From an optimization exercise on the open Yosys and OpenROAD flow, aimed at small area, a short achievable clock period and few clock cycles; shortcuts taken in it are not production practice.
Where RTL was checked, it was by simulation tests only, not by an equivalence proof against the original.
No functional check of the RTL was part of runs 4 and 6.
No activity file was given, so power comes from the tool's default toggle rates.

## flow/design.v (module list and top-level ports; edited modules follow where they fit)
// module rs_enc2: 29 lines
// module rs_net_lo: 1721 lines
// module rs_net_hi: 95 lines
// module reel_block_tx: 146 lines
module reel_block_tx (
  input  wire        clk,
  input  wire        rst,
  input  wire [4:0]  blk_init,
  input  wire [7:0]  seq_init,
  input  wire [39:0] in_data,
  input  wire        in_valid,
  output wire        in_ready,
  output reg  [39:0] out_data,
  output reg         out_valid,
  output reg         out_sob,
  input  wire        out_ready
);
  // ...
==> flow/run.sh <==
#!/bin/bash
# synth_recipe.tcl (not shown) runs the flow's synth.tcl, then flattens the netlist and writes it again
# the make line also repeats each setting of config.mk as NAME=value (left out here)
make -C /OpenROAD-flow-scripts/flow DESIGN_CONFIG=/design/flow/config.mk WORK_HOME=/design/flow/orfs CLKGATE_MAP_FILE= SYNTH_SCRIPT=/design/flow/synth_recipe.tcl finish
==> flow/config.mk <==
export PLATFORM = sky130hd
export DESIGN_NAME = reel_block_tx
export DESIGN_NICKNAME = reel_block_tx
export VERILOG_FILES = /design/flow/design.v
export SDC_FILE = /design/flow/constraint.sdc
export NUM_CORES = 4
export LEC_CHECK = 0
export CAP_MARGIN = 20
export CORE_MARGIN = 2
export CORE_UTILIZATION = 55
export CTS_CLUSTER_DIAMETER = 120
export CTS_CLUSTER_SIZE = 16
export SETUP_SLACK_MARGIN = 4.75
export SLEW_MARGIN = 20
==> flow/constraint.sdc <==
create_clock -name core_clock -period 7.5 [get_ports {clk}]
set_input_delay 1.5000 -clock core_clock [delete_from_list [all_inputs] [get_ports {clk}]]
set_output_delay 1.5000 -clock core_clock [all_outputs]
set_load 0.01 [all_outputs]
==> impl_metrics.csv, run 1 <==
group,metric,value,unit
run_status,status,"finished clean",
clock_network,cts.path.max_buffers,3,
synth,syn-num-nets,5613,
clock_network,cts_setup_buffers,127,
critical_path,crit_slowest_cell,"edfxtp_1",
critical_path,start_kind,"flop",
min_path,holdCritStartpoint,"sk_data[12]",
cells_and_area,n_all_buffers,600,
critical_path,end_kind,"output port",
power_and_ir_drop,power.total,26600,uW
cells_and_area,final_core_util,0.6574,
global_routing,busiest_layer,"met2",
clock_network,h-tree-depth,3,
die,num_rows,132,
critical_path,cp_num_cells,1,
route,drt_wl_total,306900,um
global_routing,antenna_found_initial,1,
clock_network,cts_root_buf,"clkbuf_16",
cells_and_area,nonClkBufAreaFrac,0.07437,
sta,rsz0062_at_grt,"true",
cells_and_area,most-common-layout-cells,"xnor2_1 (2476), edfxtp_1 (1072), xor2_1 (733)",
sta,finalCriticalPeriod,2.910,ns
cells_and_area,layout_commonest_cell,"xnor2_1",
synth,synth_top_family_by_area,"XOR/XNOR gates",
cells_and_area,multi_input_cells,4140,
synth,yosysUniqueCellTypes,54,
synth,netlist_instances,5550,
min_path,holdPathStages,2,
cells_and_area,fin_cells,7767,
die,die_h,365.8,um
global_routing,grt.met2_usage,0.6719,
cells_and_area,layout.nets,6057,
placement,dpl-instance-area,0.07683,mm2
synth,ys_top_cells_by_count,"xnor2_1 (2634), edfxtp_1 (1072), xor2_1 (854)",
placement,hpwl,211400,um
clock_network,path_clk_slew,0.07,ns
placement,portBuffers,99,
critical_path,cp_slowest_stage_delay,0.50,ns
synth,synthAdderAreaFrac,0.001043,
critical_path,cp.required,6.00,ns
clock_network,cts_buffers,82,
synth,synth_compound_area_frac,0.01203,
power_and_ir_drop,total_leakage_power,0.03041,uW
Testbench counts, summed over its fixed seeds: cycles 21,608.
==> inputs of run 2 (changes only) <==
==> flow/config.mk (replaced) <==
export PLATFORM = sky130hd
export DESIGN_NAME = reel_block_tx
export DESIGN_NICKNAME = reel_block_tx
export VERILOG_FILES = /design/flow/design.v
export SDC_FILE = /design/flow/constraint.sdc
export NUM_CORES = 4
export LEC_CHECK = 0
export CAP_MARGIN = 5
export CORE_MARGIN = 2
export CORE_UTILIZATION = 55
export CTS_CLUSTER_DIAMETER = 120
export CTS_CLUSTER_SIZE = 16
export SETUP_SLACK_MARGIN = 4.7
export SLEW_MARGIN = 5
==> run 2 against run 1 <==
  * Sequential power hardly changed
  * Largest power group unchanged
  * Design area is 1.2% lower
  * Synthesized cell count stayed put
  * Worst hold slack better by 0.00087 ns
  * Still clean on timing, DRC and antenna
  * Largest cell class unchanged
  * Via count is 1.1% lower
==> impl_metrics.csv, run 2 <==
group,metric,value,unit
die,coreArea,0.1296,mm2
die,die_x,365.8,um
global_routing,grt_util_all_layers,0.4486,
min_path,hold_path.class,"flop to flop",
synth,synth_top_area_cell,"edfxtp_1",
cells_and_area,fin_cells,7694,
route,drt_iter0_drc,7366,
synth,yosysWarnings,2,
die,num_rows,132,
global_routing,overflow,0,
power_and_ir_drop,ir_drop,0.2234,mV
power_and_ir_drop,total_leakage_power,0.02982,uW
synth,syn-num-nets,5613,
synth,synth_top_cell_area_share,0.4472,
synth,ys_top_cells_by_count,"xnor2_1 (2634), edfxtp_1 (1072), xor2_1 (854)",
synth,synth_area,0.07198,mm2
placement,routabilityCongestion,1.030,
sta,finalSetupViolCount,0,
synth,syn_area_per_cell,12.97,um2
clock_network,clk-insertion-delay-late,0.75,ns
clock_network,cts.path.max_buffers,3,
critical_path,cp_max_fo,16,
critical_path,end_kind,"flop",
route,num_vias,46730,
route,final_antenna_net_count,0,
die,die_h,365.8,um
placement,hpwl,211200,um
critical_path,critical_path_arrival,3.31,ns
synth,synth_ff_type,"edfxtp_1",
clock_network,h-tree-depth,3,
sta,hold_viol,0,
route,vias_per_cell,6.073,
synth,async_reset_ff_frac,0,
cells_and_area,largestRegisters,"u_rs_a.q (460), u_rs_b.q (460), scr (58)",
cells_and_area,fillCellCount,9878,
synth,synth_edf_count,1072,
placement,place_ws,3.169,ns
global_routing,grt_max_degree,97,
sta,finClkSkew,0.04110,ns
route,wl_per_cell,39.50,um
die,ios,100,
route,drt_wl_total,303900,um
clock_network,path_clk_slew,0.08,ns
sta,fin_crit_sh,0.3868,
sta,hold_slack,0.4775,ns
cells_and_area,regArea,0.03384,mm2
route,drc,0,
clock_network,cts_root_buf,"clkbuf_16",
cells_and_area,final_core_util,0.6496,
cells_and_area,layout.nets,5983,
power_and_ir_drop,p_per_area,314.4,mW/mm2
critical_path,cp.required,7.90,ns
synth,synthTopCellsByArea,"edfxtp_1 (45%), xnor2_1 (32%), xor2_1 (10%), dfxtp_1 (2.3%), xnor3_1 (1.8%)",
cells_and_area,area_growth,17.00,%
placement,portBuffers,99,
cells_and_area,layout_commonest_cell,"xnor2_1",
die,initial_core_util,0.5552,
route,firstDrtPassIters,5,
die,dieArea,0.1338,mm2
synth,seq_area_frac_synth,0.4700,
sta,fmax,344.7,MHz
synth,yosysMostFrequentCell,"xnor2_1",
cells_and_area,most-common-layout-cells,"xnor2_1 (2488), edfxtp_1 (1072), xor2_1 (739)",
sta,fin_ws,4.599,ns
global_routing,grt_pass1_wl,402700,um
global_routing,antenna_found_initial,3,
sta,slew_violations,0,
sta,setup_tns,0,ns
synth,netlist_instances,5550,
clock_network,cts_buffers,82,
sta,worst_pin_slew,1.405,ns
placement,dp.cells,7418,
clock_network,numClockSinks,1154,
critical_path,r2r_slack,4.60,ns
run_status,status,"finished clean",
synth,synth-seq-cells,1154,
sta,rsz0062_at_grt,"true",
clock_network,cts_tree,"done",
flow_run,maxCapViolCount,0,
sta,finalCriticalPeriod,2.901,ns
critical_path,worstSetupPathType,"flop to flop",
cells_and_area,drive_gt1_frac,0.1682,
global_routing,grt_pass1_vias,45090,
cells_and_area,multi_input_area,0.04034,mm2
synth,yosysUniqueCellTypes,54,
sta,max_slew_margin,0.05693,
critical_path,start_kind,"flop",
## run 2: cell count changes in the layout (fill, tap and decap cells not counted), moves of 5 or more
cell and change:
buf_4 -61, xnor2_2 -15, buf_8 +5, buf_16 -8, xor2_1 +6, clkbuf_16 -5, xor2_4 -8, buf_12 -7
xnor2_1 +12
## run 2: kinds of logic after synthesis
logic type,share of synthesized area
AOI/OAI and AO/OA,0.01203
muxes,0.003529
xor gates and xnor gates,0.4753
adders and majority gates,0.001043
and+or+nand+nor,0.02004
buffers and inverters,0.01806
DFF,0.4700
## run 2: worst max-delay path: stages, from the launching register on
cell,delay [ns]
edfxtp_1,0.35
buf_6,0.37
xor2_1,0.19
buf_4,0.21
xnor2_1,0.13
buf_4,0.43
xor2_1,0.16
xnor2_1,0.70
## run 2: area by class of cell
| class | instances | area share |
|---|---|---|
| clock buffer | 107 | 0.02548 |
| inverter | 16 | 0.0007726 |
| timing repair buffer | 526 | 0.06530 |
| clock inverter | 8 | 0.001619 |
| sequential | 1154 | 0.4019 |
| multi-input combinational | 4140 | 0.4790 |
| antenna | 1 | 0.00002971 |
| tap | 1742 | 0.02588 |
## run 2: metal layers
layer | global-route usage | vias to the layer above | part of all wire
met1 | 0.5533 | 23380 | 0.35
met3 | 0.09465 | 1054 | 0.11
met4 | 0.3925 | 2 | 0.11
met2 | 0.6697 | 3546 | 0.44
met5 | 0 | - | 0.000046
li1 | - | 18750 | -
## run 2: final timing paths
path	start	to	cells past startpoint
worst min register to register	sk_data[22]	sk_data[22]	1
worst min-delay path	sk_data[22]	sk_data[22]	1
worst max-delay path	u_rs_a.vr[12]	u_rs_a.q[446]	7
worst max register to register	u_rs_a.vr[12]	u_rs_a.q[446]	7
## run 2: timing repair
item / 4_1_cts / 5_1_grt
setup buffers: 118 / 30
cloned: 8 / 4
hold buffers: 0 / 0
pin swaps: 38 / 16
gates resized for setup: 623 / 130
setup endpoints to repair: 1882 / 624
## run 2: through the flow
step	power [uW]	area [um2]
after floorplan	18030	72010
after global placement	21190	76780
after detailed placement	21270	76790
after CTS	26040	83000
after global routing	27130	84210
final	26480	84210
## run 2: power breakdown
part | total [uW] | switching [uW] | leakage (uW) | internal (uW)
registers | 11500 | 1390 | 0.0127 | 10100
clock network | 4490 | 2460 | 0.00110 | 2030
logic | 10500 | 5610 | 0.0160 | 4890
total | 26500 | 9460 | 0.0298 | 17000
==> inputs of run 3 (changes only) <==
--- a/flow/config.mk
+++ b/flow/config.mk
@@ -7,7 +7,7 @@
 export LEC_CHECK = 0
 export CAP_MARGIN = 5
 export CORE_MARGIN = 2
-export CORE_UTILIZATION = 55
+export CORE_UTILIZATION = 50
 export CTS_CLUSTER_DIAMETER = 120
 export CTS_CLUSTER_SIZE = 16
 export SETUP_SLACK_MARGIN = 4.7
==> run 3 against run 2 <==
  * Worst hold slack got worse by 0.0034 ns
  * Die area increased by 9.9%
  * Largest cell class unchanged
  * Flip-flop and latch count unchanged
  * Still clean
  * Synthesized area stayed put
  * Via count decreased by 1.6%
  * Maximum frequency shrank 1.7%
  * Critical endpoint is now u_rs_b.q[454]
  * Synthesized cell count unchanged
  * Core utilization fell by 5.9 points
  * Critical path type unchanged
  * Clock power about the same
  * Power is essentially flat
  * Design area grew 0.57%
==> impl_metrics.csv, run 3 <==
group,metric,value,unit
min_path,hold_path.class,"flop to flop",
critical_path,start_kind,"flop",
cells_and_area,area_growth,17.66,%
sta,rsz0062_at_grt,"true",
route,num_vias,46000,
cells_and_area,regArea,0.03384,mm2
route,drt_wl_total,305100,um
critical_path,end_kind,"flop",
cells_and_area,layout.nets,6034,
synth,synth_mux_area_frac,0.003529,
synth,synthSimpleGateAreaFrac,0.02004,
global_routing,grt_pass1_vias,44300,
power_and_ir_drop,ir_drop,0.2245,mV
clock_network,path_clk_slew,0.08,ns
clock_network,h-tree-depth,3,
critical_path,worstSetupPathType,"flop to flop",
sta,max_slew_margin,0.2016,
critical_path,cp_slowest_stage_delay,0.74,ns
die,die_x,383.4,um
route,drt_iter0_drc,6510,
synth,synth_ff_type,"edfxtp_1",
route,final_antenna_net_count,0,
synth,synthTopCellsByArea,"edfxtp_1 (45%), xnor2_1 (32%), xor2_1 (10%), dfxtp_1 (2.3%), xnor3_1 (1.8%)",
clock_network,cts_hold_buf,0,
cells_and_area,largestRegisters,"u_rs_a.q (460), u_rs_b.q (460), scr (58)",
placement,routabilityCongestion,1.022,
clock_network,cts_tree,"done",
cells_and_area,most-common-layout-cells,"xnor2_1 (2485), edfxtp_1 (1072), xor2_1 (732)",
critical_path,critical_path_arrival,3.38,ns
route,drc,0,
critical_path,path_cells,"buf_12 > buf_12 > xnor2_1 > xor2_1 > xnor2_1",
route,highest_layer,"met5",
synth,synth_top_family_by_area,"XOR/XNOR gates",
synth,synth_top_area_cell,"edfxtp_1",
critical_path,cp.required,7.93,ns
sta,slew_violations,0,
route,wl_met2,136400,um
route,vias_per_cell,5.823,
global_routing,grt_max_degree,108,
power_and_ir_drop,total_leakage_power,0.03013,uW
sta,finalSetupViolCount,0,
sta,worst_pin_slew,1.189,ns
synth,syn_area_per_cell,12.97,um2
die,dieArea,0.1470,mm2
global_routing,overflow,0,
die,initial_core_util,0.5023,
die,coreArea,0.1433,mm2
synth,syn-num-nets,5613,
critical_path,crit_slowest_cell,"xnor2_1",
clock_network,clk-insertion-delay-late,0.74,ns
route,firstDrtPassIters,5,
clock_network,cts.path.max_buffers,3,
cells_and_area,multi_input_area,0.04020,mm2
clock_network,cts_buffers,82,
sta,hold_slack,0.4741,ns
placement,hpwl,211700,um
synth,synth_xor_area_frac,0.4753,
clock_network,cts_root_buf,"clkbuf_16",
sta,fmax,338.9,MHz
sta,finalCriticalPeriod,2.951,ns
synth,yosysUniqueCellTypes,54,
cells_and_area,layout_commonest_cell,"xnor2_1",
global_routing,grt_pass1_wl,402100,um
synth,netlist_instances,5550,
synth,seq_area_frac_synth,0.4700,
flow_run,maxCapViolCount,0,
cells_and_area,fillCellCount,11730,
synth,synth-seq-cells,1154,
synth,synth_edf_count,1072,
global_routing,grt_util_all_layers,0.4118,
synth,yosysMostFrequentCell,"xnor2_1",
cells_and_area,fin_area,0.08469,mm2
synth,synth_top_cell_area_share,0.4472,
die,die_h,383.4,um
sta,hold_viol,0,
sta,fin_crit_sh,0.3934,
critical_path,cp_max_fo,10,
synth,ys_top_cells_by_count,"xnor2_1 (2634), edfxtp_1 (1072), xor2_1 (854)",
die,ios,100,
cells_and_area,drive_gt1_frac,0.1744,
route,met3_length,26790,um
global_routing,antenna_found_initial,1,
die,num_rows,139,
route,wl_met1,111400,um
synth,async_reset_ff_frac,0,
power_and_ir_drop,p_per_area,312.4,mW/mm2
placement,dpl-instance-area,0.07707,mm2
placement,portBuffers,99,
clock_network,numClockSinks,1154,
synth,synth_area,0.07198,mm2
route,wl_per_cell,38.62,um
sta,finClkSkew,0.03481,ns
synth,synth_compound_area_frac,0.01203,
synth,synthAdderAreaFrac,0.001043,
sta,setup_tns,0,ns
synth,yosysWarnings,2,
run_status,status,"finished clean",
run 3: logic make-up after synthesis:
kind of cell | count (synthesis)
XOR/XNOR | 3667
flip-flops | 1154
AND/OR/NAND/NOR | 315
buffers and inverters | 258
AO/OA/AOI/OAI | 126
multiplexers | 24
adder cells (fa/ha/maj) | 6
run 3: power breakdown:
part / switching (uW) / internal [uW]
clock network: 2480 / 2020
registers: 1390 / 10100
logic: 5560 / 4900
total: 9430 / 17000
run 3: final timing paths:
| kind | slack, ns | depth (start not counted) | startpoint | end |
|---|---|---|---|---|
| max | 4.55 | 5 | u_rs_b.vr[1] | u_rs_b.q[454] |
| min | 0.47 | 1 | sk_data[22] | sk_data[22] |
| max reg2reg | 4.55 | 5 | u_rs_b.vr[1] | u_rs_b.q[454] |
| min reg2reg | 0.47 | 1 | sk_data[22] | sk_data[22] |
run 3: layer usage:
layer / track usage / up-vias
met2: 0.6379 / 3008
li1: - / 18780
met1: 0.5139 / 23290
met3: 0.06708 / 921
met5: 0 / -
met4: 0.3258 / 2
run 3: area by class of cell:
cell class	instances	share of cell area
antenna	1	0.00002955
timing repair buffer	577	0.07022
clock buffer	101	0.02507
inverter	16	0.0007239
tap	1903	0.02811
multi-input combinational	4140	0.4746
clock inverter	8	0.001610
sequential	1154	0.3996
run 3: worst max-delay path, delay by kind of cell (launching register included):
family,cells,cell delay [ns]
flops,1,0.41
xor+xnor,3,1.86
buf+inv,2,0.34
run 3: what timing repair did:
item | in CTS | in global routing
endpoints found under the setup margin | 1808 | 556
gates resized for setup | 602 | 105
setup buffers | 120 | 69
cloned | 11 | 5
pin swaps | 39 | 13
run 3: per-stage QoR:
step / setup slack (ns) / total power (uW) / util / cells
floorplan: -1.334 / 18030 / - / 5550
global placement: 3.175 / 21250 / 0.5375 / 7584
detailed placement: 3.167 / 21290 / 0.5378 / 7585
CTS: 4.537 / 26100 / 0.5815 / 7825
global route: 4.617 / 27170 / 0.5910 / 7899
finish: 4.549 / 26450 / 0.5910 / 7900
==> module reel_block_tx, before the edit <==
module reel_block_tx (
  input  wire        clk,
  input  wire        rst,
  input  wire [4:0]  blk_init,
  input  wire [7:0]  seq_init,
  input  wire [39:0] in_data,
  input  wire        in_valid,
  output wire        in_ready,
  output reg  [39:0] out_data,
  output reg         out_valid,
  output reg         out_sob,
  input  wire        out_ready
);
  localparam [47:0] CLAPPER  = 48'hF3A6_0C59_D21E;
  localparam [57:0] SCR_INIT = 58'h2C5_9A37_E1D0_64BB;
  function [15:0] crc16_64(input [63:0] bits);
    integer i;
    reg [15:0] c;
    reg        b;
    begin
      c = 16'hFFFF;
      for (i = 63; i >= 0; i = i - 1) begin
        b = c[15] ^ bits[i];
        c  = {c[14:0], 1'b0} ^ (b ? 16'h1021 : 16'h0000);
      end
      crc16_64 = c;
    end
  endfunction
  function [97:0] scramble40(input [57:0] s_in);
    integer i;
    reg [57:0] s;
    reg [39:0] ks;
    reg        f;
    begin
      s = s_in;
      for (i = 39; i >= 0; i = i - 1) begin
        f     = s[57] ^ s[38];
        ks[i] = f;
        s     = {s[56:0], f};
      end
      scramble40 = {s, ks};
    end
  endfunction
  reg [8:0] word;       
  reg       w0;         
  reg       w1;         
  reg       wh;         
  reg       wd;         
  reg       wp;         
  reg       wl;         
  reg [4:0] blk;
  reg [7:0] seq;
  reg [15:0] crc;
  reg [3:0] fl;         
  reg       fb;         
  reg       zv;         
  wire [39:0] line;     
  reg        ir;        
  reg        go;        
  reg [39:0] sk_data;
  reg        sk_sob;
  reg        sk_v;
  assign in_ready = ir;
  wire step  = go & (~wd | in_valid);       
  wire ofree = ~out_valid | out_ready;      
  wire fb_n  = rst | (fb & (fl != 4'd0));
  wire skv_n = ~rst & ~ofree & (sk_v | step);
  wire wd_n  = ~rst & (step ? (w1 | (wd & (word != 9'd423))) : wd);
  wire go_n  = ~fb_n & ~skv_n;
  always @(posedge clk) begin
    go   <= go_n;
    ir   <= go_n & wd_n;
    sk_v <= skv_n;
    if (~sk_v) begin
      sk_data <= line;
      sk_sob  <= w0;
    end
    if (rst)
      out_valid <= 1'b0;
    else if (ofree)
      out_valid <= sk_v | step;
    if (ofree & (sk_v | step)) begin
      out_data <= sk_v ? sk_data : line;
      out_sob  <= sk_v ? sk_sob : w0;
    end
  end
  wire [39:0] hdr = w0 ? CLAPPER[47:8] : {CLAPPER[7:0], 3'b000, blk, seq, crc};
  wire [39:0] d   = wh ? hdr : in_data;
  wire [9:0] pa_hi, pa_lo, pb_hi, pb_lo;
  rs_enc2 u_rs_a (
    .clk(clk), .en(step | fb), .zv(zv), .clr(fb),
    .d_hi(d[39:30]), .d_lo(d[19:10]),
    .p_hi(pa_hi), .p_lo(pa_lo)
  );
  rs_enc2 u_rs_b (
    .clk(clk), .en(step | fb), .zv(zv), .clr(fb),
    .d_hi(d[29:20]), .d_lo(d[9:0]),
    .p_hi(pb_hi), .p_lo(pb_lo)
  );
  reg  [57:0] scr;
  wire [97:0] scr_out = scramble40(scr);
  wire [39:0] plain   = wp ? {pa_hi, pb_hi, pa_lo, pb_lo} : d;
  assign      line    = plain ^ (scr_out[39:0] & {40{~wh}});
  always @(posedge clk) begin
    crc <= crc16_64({CLAPPER, 3'b000, blk, seq});
    if (step)
      scr <= w1 ? SCR_INIT : scr_out[97:40];
    if (rst) begin
      word      <= 9'd0;
      w0        <= 1'b1;
      w1        <= 1'b0;
      wh        <= 1'b1;
      wd        <= 1'b0;
      wp        <= 1'b0;
      wl        <= 1'b0;
      blk       <= blk_init;
      seq       <= seq_init;
      fl        <= 4'd11;
      fb        <= 1'b1;
      zv        <= 1'b1;
    end else begin
      if (fb) begin
        fl <= fl - 4'd1;
        if (fl == 4'd0) begin
          fb <= 1'b0;
          zv <= 1'b0;
        end
      end
      if (step) begin
        word <= wl ? 9'd0 : word + 9'd1;
        w0   <= wl;
        w1   <= w0;
        wh   <= wl | w0;
        wd   <= w1 | (wd & (word != 9'd423));
        wp   <= (wd & (word == 9'd423)) | (wp & ~wl);
        zv   <= (wd & (word == 9'd423)) | (wp & ~wl);
        wl   <= (word == 9'd446);
        if (wl) begin
          blk <= blk + 5'd1;
          if (blk == 5'd31)
            seq <= seq + 8'd1;
        end
      end
    end
  end
endmodule
==> inputs of run 4 (changes only) <==
--- a/flow/design.v
+++ b/flow/design.v
@@ -1895,7 +1895,7 @@
   reg       wl;         
   reg [4:0] blk;
   reg [7:0] seq;
-  reg [15:0] crc;
+  wire [15:0] crc = crc16_64({CLAPPER, 3'b000, blk, seq});
   reg [3:0] fl;         
   reg       fb;         
   reg       zv;         
@@ -1947,7 +1947,6 @@
   wire [39:0] plain   = wp ? {pa_hi, pb_hi, pa_lo, pb_lo} : d;
   assign      line    = plain ^ (scr_out[39:0] & {40{~wh}});
   always @(posedge clk) begin
-    crc <= crc16_64({CLAPPER, 3'b000, blk, seq});
     if (step)
       scr <= w1 ? SCR_INIT : scr_out[97:40];
     if (rst) begin
--- a/flow/config.mk
+++ b/flow/config.mk
@@ -5,10 +5,10 @@
 export SDC_FILE = /design/flow/constraint.sdc
 export NUM_CORES = 4
 export LEC_CHECK = 0
-export CAP_MARGIN = 5
+export CAP_MARGIN = 20
 export CORE_MARGIN = 2
 export CORE_UTILIZATION = 50
 export CTS_CLUSTER_DIAMETER = 120
 export CTS_CLUSTER_SIZE = 16
 export SETUP_SLACK_MARGIN = 4.7
-export SLEW_MARGIN = 5
+export SLEW_MARGIN = 20
==> run 4 against run 3 <==
  * Still clean
  * Worst setup slack worse by 0.012 ns
  * Maximum frequency down 0.41%
  * Sequential share of layout area down 0.56 points
  * Global-route usage up 1.5 points
  * Synthesized cell count unchanged
  * Final cell count up 0.41%
  * Synthesized area down 1.8%
  * Power about the same
  * Wire length up 3.6%
  * Clock power about the same
  * Die area down 1.8%
  * First-iteration DRC count up 1.8%
  * Highest routed layer unchanged
==> impl_metrics.csv, run 4 <==
group,metric,value,unit
run_status,status,"finished clean",
sta,setup_tns,0,ns
synth,seq_area_frac_synth,0.4744,
synth,synth_ff_type,"edfxtp_1",
die,die_h,379.9,um
sta,max_slew_margin,0.1216,
synth,synth_top_cell_area_share,0.4557,
min_path,hold_end,"sk_data[2]",
placement,dp.cells,7571,
global_routing,grt_pass1_wl,410600,um
route,firstDrtPassIters,5,
cells_and_area,layout.nets,6087,
clock_network,numClockSinks,1138,
power_and_ir_drop,total_leakage_power,0.03012,uW
synth,synthTopCellsByArea,"edfxtp_1 (46%), xnor2_1 (34%), xor2_1 (11%), dfxtp_1 (1.9%), xor2_2 (0.92%)",
clock_network,cts_root_buf,"clkbuf_16",
clock_network,cts_hold_buf,0,
cells_and_area,most-common-layout-cells,"xnor2_1 (2526), edfxtp_1 (1072), xor2_1 (746)",
route,vias_per_cell,5.899,
synth,synthSimpleGateAreaFrac,0.01822,
synth,yosysMostFrequentCell,"xnor2_1",
sta,fmax,337.5,MHz
critical_path,path_cells,"buf_8 > xnor2_4 > buf_12 > xor2_4 > buf_4 > xor2_2 > xor2_1 > xnor2_1",
die,dieArea,0.1443,mm2
critical_path,cp_top_family,"XOR/XNOR gates",
placement,routabilityCongestion,1.031,
clock_network,cts_buffers,81,
critical_path,r2r_slack,4.54,ns
synth,syn-num-nets,5613,
global_routing,grt_util_all_layers,0.4263,
critical_path,worst_r2r_endpoint,"u_rs_b.q[38]",
synth,synth_mux_area_frac,0.005756,
critical_path,path_buf_inv,3,
critical_path,critical_path_arrival,3.43,ns
power_and_ir_drop,ir_drop,0.2244,mV
synth,synth_top_area_cell,"edfxtp_1",
sta,finClkSkew,0.04102,ns
global_routing,antenna_found_initial,4,
synth,synth_xor_area_frac,0.4732,
synth,netlist_instances,5550,
placement,dpl-instance-area,0.07641,mm2
die,num_rows,137,
synth,async_reset_ff_frac,0,
route,drt_wl_total,315900,um
sta,hold_viol,0,
critical_path,cp.required,7.97,ns
critical_path,cp_max_fo,20,
power_and_ir_drop,p_per_area,311.1,mW/mm2
clock_network,cts_tree,"done",
global_routing,grt_pass1_vias,44850,
sta,worst_pin_slew,1.308,ns
cells_and_area,layout_commonest_cell,"xnor2_1",
min_path,hold_path.class,"flop to flop",
cells_and_area,fillCellCount,11320,
critical_path,cp_num_cells,8,
flow_run,maxCapViolCount,0,
die,initial_core_util,0.5051,
synth,ys_top_cells_by_count,"xnor2_1 (2704), edfxtp_1 (1072), xor2_1 (904)",
critical_path,end_kind,"flop",
clock_network,h-tree-depth,3,
synth,synth_compound_area_frac,0.01095,
synth,synthAdderAreaFrac,0.001063,
die,die_x,379.9,um
synth,synth-seq-cells,1138,
sta,slew_violations,0,
min_path,holdCritStartpoint,"sk_data[2]",
die,ios,100,
clock_network,path_clk_slew,0.08,ns
critical_path,start_kind,"flop",
placement,hpwl,216700,um
critical_path,worstSetupPathType,"flop to flop",
cells_and_area,area_growth,20.43,%
placement,place_ws,3.355,ns
synth,syn_area_per_cell,12.73,um2
synth,synth_top_family_by_area,"XOR/XNOR gates",
die,coreArea,0.1399,mm2
min_path,holdPathStages,1,
route,num_vias,46790,
cells_and_area,fin_cells,7932,
sta,fin_ws,4.537,ns
critical_path,cp_slowest_stage_delay,0.42,ns
synth,yosysWarnings,2,
sta,rsz0062_at_grt,"true",
critical_path,r2r_start,"u_rs_b.vr[6]",
critical_path,crit_slowest_cell,"xnor2_1",
synth,synth_edf_count,1072,
synth,synth_area,0.07065,mm2
route,final_antenna_net_count,0,
route,wl_per_cell,39.83,um
clock_network,cts.path.max_buffers,3,
cells_and_area,largestRegisters,"u_rs_a.q (460), u_rs_b.q (460), scr (58)",
placement,portBuffers,99,
global_routing,overflow,0,
sta,finalCriticalPeriod,2.963,ns
route,drt_iter0_drc,6629,
global_routing,grt_max_degree,117,
synth,yosysUniqueCellTypes,52,
critical_path,reg2reg_depth,8,
cells_and_area,drive_gt1_frac,0.1857,
route,drc,0,
sta,fin_crit_sh,0.3951,
cells_and_area,fin_area,0.08508,mm2
clock_network,clk-insertion-delay-late,0.74,ns
sta,finalSetupViolCount,0,
run 4: cell types whose count changed after synthesis, sizes merged, moves of 7 or more:
| cell | change |
|---|---|
| xnor3 | -37 |
| buf | -26 |
| xor2 | +34 |
| a221o | -12 |
| xnor2 | +52 |
| and2 | -8 |
| mux2 | +10 |
| a211oi | -7 |
| xor3 | -11 |
| dfxtp | -16 |
| a21oi | +16 |
| nor3 | -20 |
| clkbuf | +19 |
run 4: how the worst max path moves through the flow:
stage	startpoint	to	slack, ns
5_1_grt	u_rs_b.vr[6]	u_rs_b.q[38]	4.56
2_1_floorplan	in_valid	u_rs_a.q[100]	-1.22
3_3_place_gp	u_rs_a.vr[14]	out_data[16]	2.95
3_5_place_dp	in_valid	u_rs_a.q[165]	3.36
4_1_cts	u_rs_b.vr[14]	out_data[24]	4.36
6_report	u_rs_b.vr[6]	u_rs_b.q[38]	4.54
run 4: routing by layer:
layer / track usage / part of all wire / vias to the layer above
li1: - / - / 18820
met1: 0.5156 / 0.35 / 23570
met2: 0.6507 / 0.44 / 3298
met3: 0.08492 / 0.097 / 1101
met4: 0.3732 / 0.11 / 2
met5: 0 / 0.000028 / -
run 4: power by group:
part / internal [uW] / leakage (uW) / switching [uW]
Clock: 2010 / 0.00108 / 2460
Combinational: 4880 / 0.0165 / 5650
Sequential: 10000 / 0.0125 / 1480
run 4: worst reg2reg max path: stages, from the launching register on:
cell	delay, ns
edfxtp_1	0.40
buf_8	0.25
xnor2_4	0.30
buf_12	0.32
xor2_4	0.34
buf_4	0.29
xor2_2	0.26
xor2_1	0.13
xnor2_1	0.42
run 4: what timing repair did:
action | in CTS | in global routing
gates resized for setup | 651 | 143
pin swaps | 40 | 21
gates cloned | 9 | 9
buffers inserted | 123 | 105
endpoints found under the setup margin | 1791 | 486
run 4: cells by family after synthesis:
family / Yosys count
AOI/OAI and AO/OA: 123
xor gates and xnor gates: 3705
adders and majority gates: 6
buffers and inverters: 250
DFF: 1138
muxes: 38
and+or+nand+nor: 290
run 4: cell type report:
type                       count  area, um2  share of cell area
multi-input combinational   4163      40310              0.4738
sequential                  1138      33520              0.3940
timing repair buffer         625       6606             0.07765
tap                         1876       2347             0.02759
clock buffer                 106       2142             0.02518
clock inverter                 7      91.34            0.001074
inverter                      15      56.30           0.0006618
antenna                        2      5.005          0.00005882
run 4: stage by stage:
step                      hold slack (ns)  power (uW)  utilization
final                              0.4743       26470       0.6083
after global routing               0.4871       27100       0.6082
after CTS                          0.4783       25970       0.5928
after detailed placement           0.4602       21160       0.5463
after global placement             0.4424       21120       0.5446
after floorplan                    0.4225       17810            -
==> inputs of run 5 (changes only) <==
--- a/flow/design.v
+++ b/flow/design.v
@@ -1895,7 +1895,7 @@
   reg       wl;         
   reg [4:0] blk;
   reg [7:0] seq;
-  wire [15:0] crc = crc16_64({CLAPPER, 3'b000, blk, seq});
+  reg [15:0] crc;
   reg [3:0] fl;         
   reg       fb;         
   reg       zv;         
@@ -1947,6 +1947,7 @@
   wire [39:0] plain   = wp ? {pa_hi, pb_hi, pa_lo, pb_lo} : d;
   assign      line    = plain ^ (scr_out[39:0] & {40{~wh}});
   always @(posedge clk) begin
+    crc <= crc16_64({CLAPPER, 3'b000, blk, seq});
     if (step)
       scr <= w1 ? SCR_INIT : scr_out[97:40];
     if (rst) begin
--- a/flow/config.mk
+++ b/flow/config.mk
@@ -7,8 +7,9 @@
 export LEC_CHECK = 0
 export CAP_MARGIN = 20
 export CORE_MARGIN = 2
-export CORE_UTILIZATION = 50
-export CTS_CLUSTER_DIAMETER = 120
-export CTS_CLUSTER_SIZE = 16
+export CORE_UTILIZATION = 60
+export CTS_BUF_LIST = sky130_fd_sc_hd__clkbuf_8
+export CTS_CLUSTER_DIAMETER = 100
+export CTS_CLUSTER_SIZE = 12
 export SETUP_SLACK_MARGIN = 4.7
 export SLEW_MARGIN = 20
==> run 5 against run 4 <==
  * Still clean on timing, DRC and antenna
  * Register-to-register slack barely moved
  * Wire length decreased by 6.8%
  * Worst hold slack better by 0.0078 ns
  * Clock power decreased by 18%
  * Sequential power barely moved
  * Power fell by 2.9%
  * Flip-flop and latch count increased by 16
  * Via count rose by 0.76%
  * Worst setup slack worse by 0.047 ns
  * Combinational power about the same
  * Global-route usage increased by 5.1 points
  * Critical path type is now flop to output port
  * Critical endpoint is now out_data[16]
==> impl_metrics.csv, run 5 <==
group,metric,value,unit
global_routing,grt_pass1_wl,389100,um
power_and_ir_drop,total_leakage_power,0.02991,uW
synth,netlist_instances,5550,
sta,rsz0062_at_grt,"true",
cells_and_area,layout_commonest_cell,"xnor2_1",
die,die_h,350.4,um
critical_path,cp_slowest_stage_delay,0.45,ns
critical_path,worst_r2r_endpoint,"u_rs_a.q[236]",
critical_path,start_kind,"flop",
die,initial_core_util,0.6024,
route,drt_wl_total,294400,um
min_path,hold_path.class,"flop to flop",
critical_path,r2r_start,"u_rs_a.vr[18]",
synth,synthTopCellsByArea,"edfxtp_1 (45%), xnor2_1 (32%), xor2_1 (10%), dfxtp_1 (2.3%), xnor3_1 (1.8%)",
placement,routabilityCongestion,1.047,
synth,synth_area,0.07198,mm2
clock_network,numClockSinks,1154,
power_and_ir_drop,ir_drop,0.2318,mV
synth,syn-num-nets,5613,
cells_and_area,area_growth,16.47,%
run_status,status,"finished clean",
clock_network,cts_buffers,106,
synth,async_reset_ff_frac,0,
cells_and_area,layout.nets,6050,
critical_path,r2r_slack,4.55,ns
synth,syn_area_per_cell,12.97,um2
global_routing,grt_max_degree,131,
synth,synth_ff_type,"edfxtp_1",
route,drc,0,
route,final_antenna_net_count,0,
global_routing,antenna_found_initial,4,
sta,worst_pin_slew,1.171,ns
sta,setup_tns,0,ns
synth,yosysUniqueCellTypes,54,
sta,fin_crit_sh,0.4013,
synth,synth_top_cell_area_share,0.4472,
clock_network,path_clk_slew,0.09,ns
synth,synth_top_area_cell,"edfxtp_1",
sta,max_slew_margin,0.2193,
synth,synth-seq-cells,1154,
critical_path,cp_max_fo,1,
die,ios,100,
critical_path,cp.required,6.00,ns
route,firstDrtPassIters,6,
die,dieArea,0.1228,mm2
sta,hold_slack,0.4821,ns
synth,seq_area_frac_synth,0.4700,
sta,finalCriticalPeriod,3.010,ns
sta,fmax,332.3,MHz
global_routing,grt_pass1_vias,45030,
clock_network,clk-insertion-delay-late,0.91,ns
clock_network,cts_tree,"done",
route,wl_per_cell,38.51,um
placement,hpwl,202800,um
route,vias_per_cell,6.169,
critical_path,critical_path_arrival,1.51,ns
clock_network,cts_hold_buf,0,
global_routing,grt_util_all_layers,0.4770,
critical_path,reg2reg_depth,5,
critical_path,path_buf_inv,1,
sta,finalSetupViolCount,0,
placement,dpl-instance-area,0.07667,mm2
global_routing,overflow,0,
clock_network,h-tree-depth,3,
die,num_rows,127,
sta,hold_viol,0,
min_path,hold_end,"sk_data[32]",
power_and_ir_drop,p_per_area,306.7,mW/mm2
synth,synth_edf_count,1072,
min_path,holdPathStages,1,
synth,ys_top_cells_by_count,"xnor2_1 (2634), edfxtp_1 (1072), xor2_1 (854)",
die,die_x,350.4,um
placement,portBuffers,99,
cells_and_area,fin_area,0.08384,mm2
synth,yosysWarnings,2,
clock_network,cts_root_buf,"clkbuf_8",
clock_network,cts.path.max_buffers,3,
die,coreArea,0.1195,mm2
critical_path,crit_slowest_cell,"edfxtp_1",
cells_and_area,most-common-layout-cells,"xnor2_1 (2482), edfxtp_1 (1072), xor2_1 (734)",
critical_path,cp_top_family,"flip-flops",
sta,finClkSkew,0.06324,ns
synth,yosysMostFrequentCell,"xnor2_1",
sta,slew_violations,0,
route,num_vias,47150,
flow_run,maxCapViolCount,0,
critical_path,path_cells,"buf_2",
placement,place_ws,3.198,ns
cells_and_area,drive_gt1_frac,0.1763,
critical_path,end_kind,"output port",
cells_and_area,largestRegisters,"u_rs_a.q (460), u_rs_b.q (460), scr (58)",
route,drt_iter0_drc,7952,
critical_path,worstSetupPathType,"flop to output port",
min_path,holdCritStartpoint,"sk_data[32]",
sta,fin_ws,4.490,ns
[run 5: power by group]
group	leakage, uW	switching (uW)	total [uW]	internal, uW
sequential	0.0127	1370	11500	10100
clock	0.000985	2360	3670	1300
combinational	0.0162	5630	10600	4940
total	0.0299	9370	25700	16300
[run 5: layer usage]
| metal | up-vias | global-route usage | share of wire |
|---|---|---|---|
| met4 | 0 | 0.4406 | 0.12 |
| met5 | - | 0 | 0 |
| met1 | 23360 | 0.5727 | 0.33 |
| met2 | 3760 | 0.7111 | 0.43 |
| met3 | 1180 | 0.1130 | 0.12 |
| li1 | 18850 | - | - |
[run 5: worst max-delay path by stage]
| stage | from | to | slack (ns) | depth (start not counted) |
|---|---|---|---|---|
| after floorplan | in_valid | u_rs_a.q[100] | -1.33 | 3 |
| after global placement | in_valid | seq[3] | 3.24 | 7 |
| after detailed placement | in_valid | seq[3] | 3.20 | 7 |
| after CTS | out_data[24] | out_data[24] | 4.44 | 1 |
| after global routing | out_data[24] | out_data[24] | 4.45 | 1 |
| final | out_data[16] | out_data[16] | 4.49 | 1 |
[run 5: cell type report]
| cell class | count | area (um2) |
|---|---|---|
| multi-input combinational | 4140 | 40490 |
| fill | 8586 | 35660 |
| sequential | 1154 | 33840 |
| timing repair buffer | 569 | 5741 |
| tap | 1612 | 2017 |
| clock buffer | 106 | 1459 |
| clock inverter | 44 | 221.5 |
| inverter | 16 | 60.06 |
| antenna | 2 | 5.005 |
[run 5: repair_timing]
item | CTS | global route
buffers inserted | 127 | 66
resized for setup | 607 | 126
setup endpoints to repair | 1808 | 206
cloned | 5 | 4
pin swaps | 37 | 17
[run 5: cells by family after synthesis]
group           synth area share
flops                     0.4700
mux                     0.003529
buf+inv                  0.01806
compound gates           0.01203
simple gates             0.02004
xor+xnor                  0.4753
fa+ha+maj               0.001043
[run 5: per-stage QoR]
stage,utilization,cells,power (uW)
2_1_floorplan,-,5550,18030
3_3_place_gp,0.6405,7283,21050
3_5_place_dp,0.6416,7288,21170
4_1_cts,0.6886,7570,25120
5_1_grt,0.7016,7642,26270
6_report,0.7016,7643,25710
Testbench counts of run 5, summed over its fixed seeds: cycles 21,608.
==> inputs of run 6 (changes only) <==
--- a/flow/design.v
+++ b/flow/design.v
@@ -1906,8 +1906,13 @@
   reg        sk_sob;
   reg        sk_v;
   assign in_ready = ir;
+  reg [39:0] ob_data;
+  reg        ob_sob;
   wire step  = go & (~wd | in_valid);       
   wire ofree = ~out_valid | out_ready;      
+  wire oload = ofree & (sk_v | step);       
+  wire [39:0] o_new = sk_v ? sk_data : line;
+  wire        s_new = sk_v ? sk_sob : w0;
   wire fb_n  = rst | (fb & (fl != 4'd0));
   wire skv_n = ~rst & ~ofree & (sk_v | step);
   wire wd_n  = ~rst & (step ? (w1 | (wd & (word != 9'd423))) : wd);
@@ -1924,10 +1929,12 @@
       out_valid <= 1'b0;
     else if (ofree)
       out_valid <= sk_v | step;
-    if (ofree & (sk_v | step)) begin
-      out_data <= sk_v ? sk_data : line;
-      out_sob  <= sk_v ? sk_sob : w0;
+    if (ofree) begin
+      ob_data <= o_new;
+      ob_sob  <= s_new;
     end
+    out_data <= oload ? o_new : ob_data;
+    out_sob  <= oload ? s_new : ob_sob;
   end
   wire [39:0] hdr = w0 ? CLAPPER[47:8] : {CLAPPER[7:0], 3'b000, blk, seq, crc};
   wire [39:0] d   = wh ? hdr : in_data;
==> run 6 against run 5 <==
  * Still clean
  * First-iteration DRC count rose by 6.4%
  * Sequential share of layout area fell by 0.41 points
  * Maximum frequency fell by 1.3%
  * Non-clock buffer count rose by 63
  * Design area rose by 3.6%
  * Core utilization rose by 1.5 points
  * Critical path type is now flop to flop
  * Highest routed layer unchanged
==> impl_metrics.csv, run 6 <==
group,metric,value,unit
run_status,status,"finished clean",
synth,yosysUniqueCellTypes,67,
clock_network,numClockSinks,1195,
sta,finalCriticalPeriod,3.050,ns
min_path,hold_path.class,"flop to flop",
sta,finClkSkew,0.07228,ns
critical_path,cp_max_fo,13,
global_routing,grt_max_degree,169,
global_routing,grt_util_all_layers,0.4894,
power_and_ir_drop,ir_drop,0.2107,mV
global_routing,grt_pass1_vias,47450,
critical_path,critical_path_arrival,3.69,ns
synth,yosysMostFrequentCell,"xnor2_1",
route,firstDrtPassIters,7,
synth,synth_top_cell_area_share,0.4407,
global_routing,antenna_found_initial,2,
global_routing,overflow,0,
global_routing,grt_pass1_wl,408300,um
synth,synth_ff_type,"edfxtp_1",
flow_run,maxCapViolCount,0,
placement,dpl-instance-area,0.07797,mm2
cells_and_area,most-common-layout-cells,"xnor2_1 (2446), edfxtp_1 (1072), xor2_1 (767)",
placement,routabilityCongestion,1.063,
placement,hpwl,206900,um
synth,syn_area_per_cell,12.75,um2
route,vias_per_cell,6.292,
cells_and_area,area_growth,18.94,%
route,wl_per_cell,39.16,um
clock_network,clk-insertion-delay-late,0.94,ns
cells_and_area,multi_input_area,0.04149,mm2
synth,seq_area_frac_synth,0.4744,
sta,fin_ws,4.450,ns
critical_path,end_kind,"flop",
sta,fin_crit_sh,0.4067,
cells_and_area,fin_area,0.08688,mm2
route,drc,0,
cells_and_area,drive_gt1_frac,0.1980,
cells_and_area,fillCellCount,8566,
die,coreArea,0.1212,mm2
die,die_h,352.9,um
synth,synthTopCellsByArea,"edfxtp_1 (44%), xnor2_1 (32%), xor2_1 (11%), dfxtp_1 (3.4%), xnor3_1 (1.0%)",
cells_and_area,layout.nets,6295,
clock_network,path_clk_slew,0.10,ns
cells_and_area,layout_commonest_cell,"xnor2_1",
critical_path,crit_slowest_cell,"xnor2_1",
clock_network,cts_hold_buf,0,
sta,fmax,327.9,MHz
synth,synth_edf_count,1072,
clock_network,cts.path.max_buffers,3,
critical_path,cp_slowest_stage_delay,0.77,ns
placement,place_ws,3.188,ns
synth,syn-num-nets,5791,
placement,portBuffers,99,
sta,hold_slack,0.4486,ns
synth,synth-seq-cells,1195,
power_and_ir_drop,total_leakage_power,0.03126,uW
cells_and_area,largestRegisters,"u_rs_a.q (460), u_rs_b.q (460), scr (58)",
sta,slew_violations,0,
route,final_antenna_net_count,0,
synth,synth_area,0.07304,mm2
power_and_ir_drop,p_per_area,302.9,mW/mm2
clock_network,cts_root_buf,"clkbuf_8",
sta,rsz0062_at_grt,"true",
synth,async_reset_ff_frac,0,
synth,yosysWarnings,2,
critical_path,cp.required,8.14,ns
synth,ys_top_cells_by_count,"xnor2_1 (2635), edfxtp_1 (1072), xor2_1 (905)",
sta,finalSetupViolCount,0,
clock_network,h-tree-depth,3,
sta,max_slew_margin,0.1531,
critical_path,path_cells,"buf_12 > buf_16 > xor2_4 > buf_6 > xor2_2 > xnor2_1 > nor2_1",
die,ios,100,
synth,synth_top_area_cell,"edfxtp_1",
route,drt_wl_total,309400,um
sta,hold_viol,0,
clock_network,cts_tree,"done",
cells_and_area,regArea,0.03472,mm2
sta,worst_pin_slew,1.261,ns
die,initial_core_util,0.6025,
die,dieArea,0.1245,mm2
synth,netlist_instances,5728,
critical_path,worstSetupPathType,"flop to flop",
clock_network,cts_buffers,109,
die,die_x,352.9,um
route,drt_iter0_drc,8464,
route,num_vias,49710,
critical_path,start_kind,"flop",
die,num_rows,128,
## run 6: cell types whose count changed after synthesis, sizes merged, moves of 10 or more
cell / before / now
dfxtp: 82 / 123
xor2: 914 / 955
mux2: 11 / 38
nor2: 163 / 188
xnor3: 57 / 35
nand2: 38 / 58
a21oi: 15 / 28
a221o: 15 / 2
clkbuf: 59 / 71
buf: 183 / 172
o21ai: 31 / 41
## run 6: final timing paths
| check | from | endpoint | slack, ns | depth (start not counted) |
|---|---|---|---|---|
| worst max-delay path | u_rs_a.vr[0] | u_rs_a.q[251] | 4.45 | 7 |
| worst min-delay path | ob_data[22] | out_data[22] | 0.45 | 2 |
| worst max register to register | u_rs_a.vr[0] | u_rs_a.q[251] | 4.45 | 7 |
| worst min register to register | ob_data[22] | out_data[22] | 0.45 | 2 |
## run 6: logic make-up after synthesis
group                    after synthesis  synth area share
XOR/XNOR                            3675            0.4609
flip-flops                          1195            0.4744
AND/OR/NAND/NOR                      386           0.02438
buffers and inverters                259           0.01718
AO/OA/AOI/OAI                        152           0.01388
multiplexers                          55          0.008240
adder cells (fa/ha/maj)                6          0.001028
## run 6: area by class of cell
| type | count | area share |
|---|---|---|
| clock buffers | 109 | 0.01727 |
| well taps | 1625 | 0.02340 |
| repair buffers | 632 | 0.07865 |
| multi-input cells | 4278 | 0.4776 |
| flip-flops and latches | 1195 | 0.3996 |
| inverters | 16 | 0.0006913 |
| clock inverters | 43 | 0.002736 |
| diodes | 3 | 0.00008641 |
## run 6: through the flow
step / std cells / setup TNS [ns] / util / power (uW)
6_report: 7901 / 0 / 0.7166 / 26320
5_1_grt: 7899 / 0 / 0.7166 / 26820
4_1_cts: 7801 / 0 / 0.6980 / 25580
3_5_place_dp: 7479 / 0 / 0.6431 / 21480
3_3_place_gp: 7477 / 0 / 0.6421 / 21350
2_1_floorplan: 5728 / -1286.60 / - / 18260
## run 6: timing repair
item	in CTS	in global routing
buffers inserted	158	91
resized for setup	699	217
endpoints found under the setup margin	1863	555
cloned	12	6
pin swaps	35	28
## run 6: where the power goes
group	internal, uW	switching, uW	total (uW)
Clock	1350	2480	3830
Sequential	10300	1390	11700
Combinational	4960	5810	10800
Total	16600	9690	26300
## run 6: layer usage
metal  wire length [um]  up-vias  global-route usage
met1             101900    24420              0.5842
li1                   -    19570                   -
met4              35660        0              0.4437
met3              39390     1346              0.1370
met2             132500     4382              0.7220
met5                  0        -           0.0007547
## run 6: worst max-delay path, delay by kind of cell, from the launching register on
family	cells	cell delay, ns
xor+xnor	3	1.28
buf+inv	3	0.78
flops	1	0.55
simple gates	1	0.08

-- static timing again, ports no longer ideal --
How much do the figures lean on ideal ports? The routed layouts below were timed once more, with nothing changed but the port constraints. Step 1: set_driving_cell puts a clkbuf_16 on clk and a buf_2 on each other input, an assumption about the parent block. Step 2 moves the port delays by t, midway between the first and last clock arrival at a register: inputs arrive t later, outputs are due t later. That takes back most of the time a late clock gives input paths. Three values: ideal ports, drivers, drivers and shift; two values: the first two.
run | shift t [ns] | setup slack, ns | worst setup path at the end | clock arrival spread, ns | cell pins on the clock port's net
run 1 | 0.799 | 4.590 / 4.510 / 4.016 | input to register | 0.048 / 0.047 | 1
run 2 | 0.816 | 4.599 / 4.534 / 3.899 | input to register | 0.046 / 0.046 | 1
run 3 | 0.808 | 4.549 / 4.549 / 3.931 | input to register | 0.038 / 0.038 | 1
run 4 | 0.800 | 4.537 / 4.537 / 3.960 | input to register | 0.041 / 0.042 | 1
run 5 | 0.960 | 4.490 / 4.407 / 3.793 | input to register | 0.072 / 0.072 | 1
run 6 | 0.984 | 4.450 / 4.450 / 3.700 | input to register | 0.073 / 0.073 | 1
After both steps every run listed still meets setup and hold. The setup slack of run 6, which loses most, moves by 0.000 ns with the drivers and by -0.750 ns with both steps.
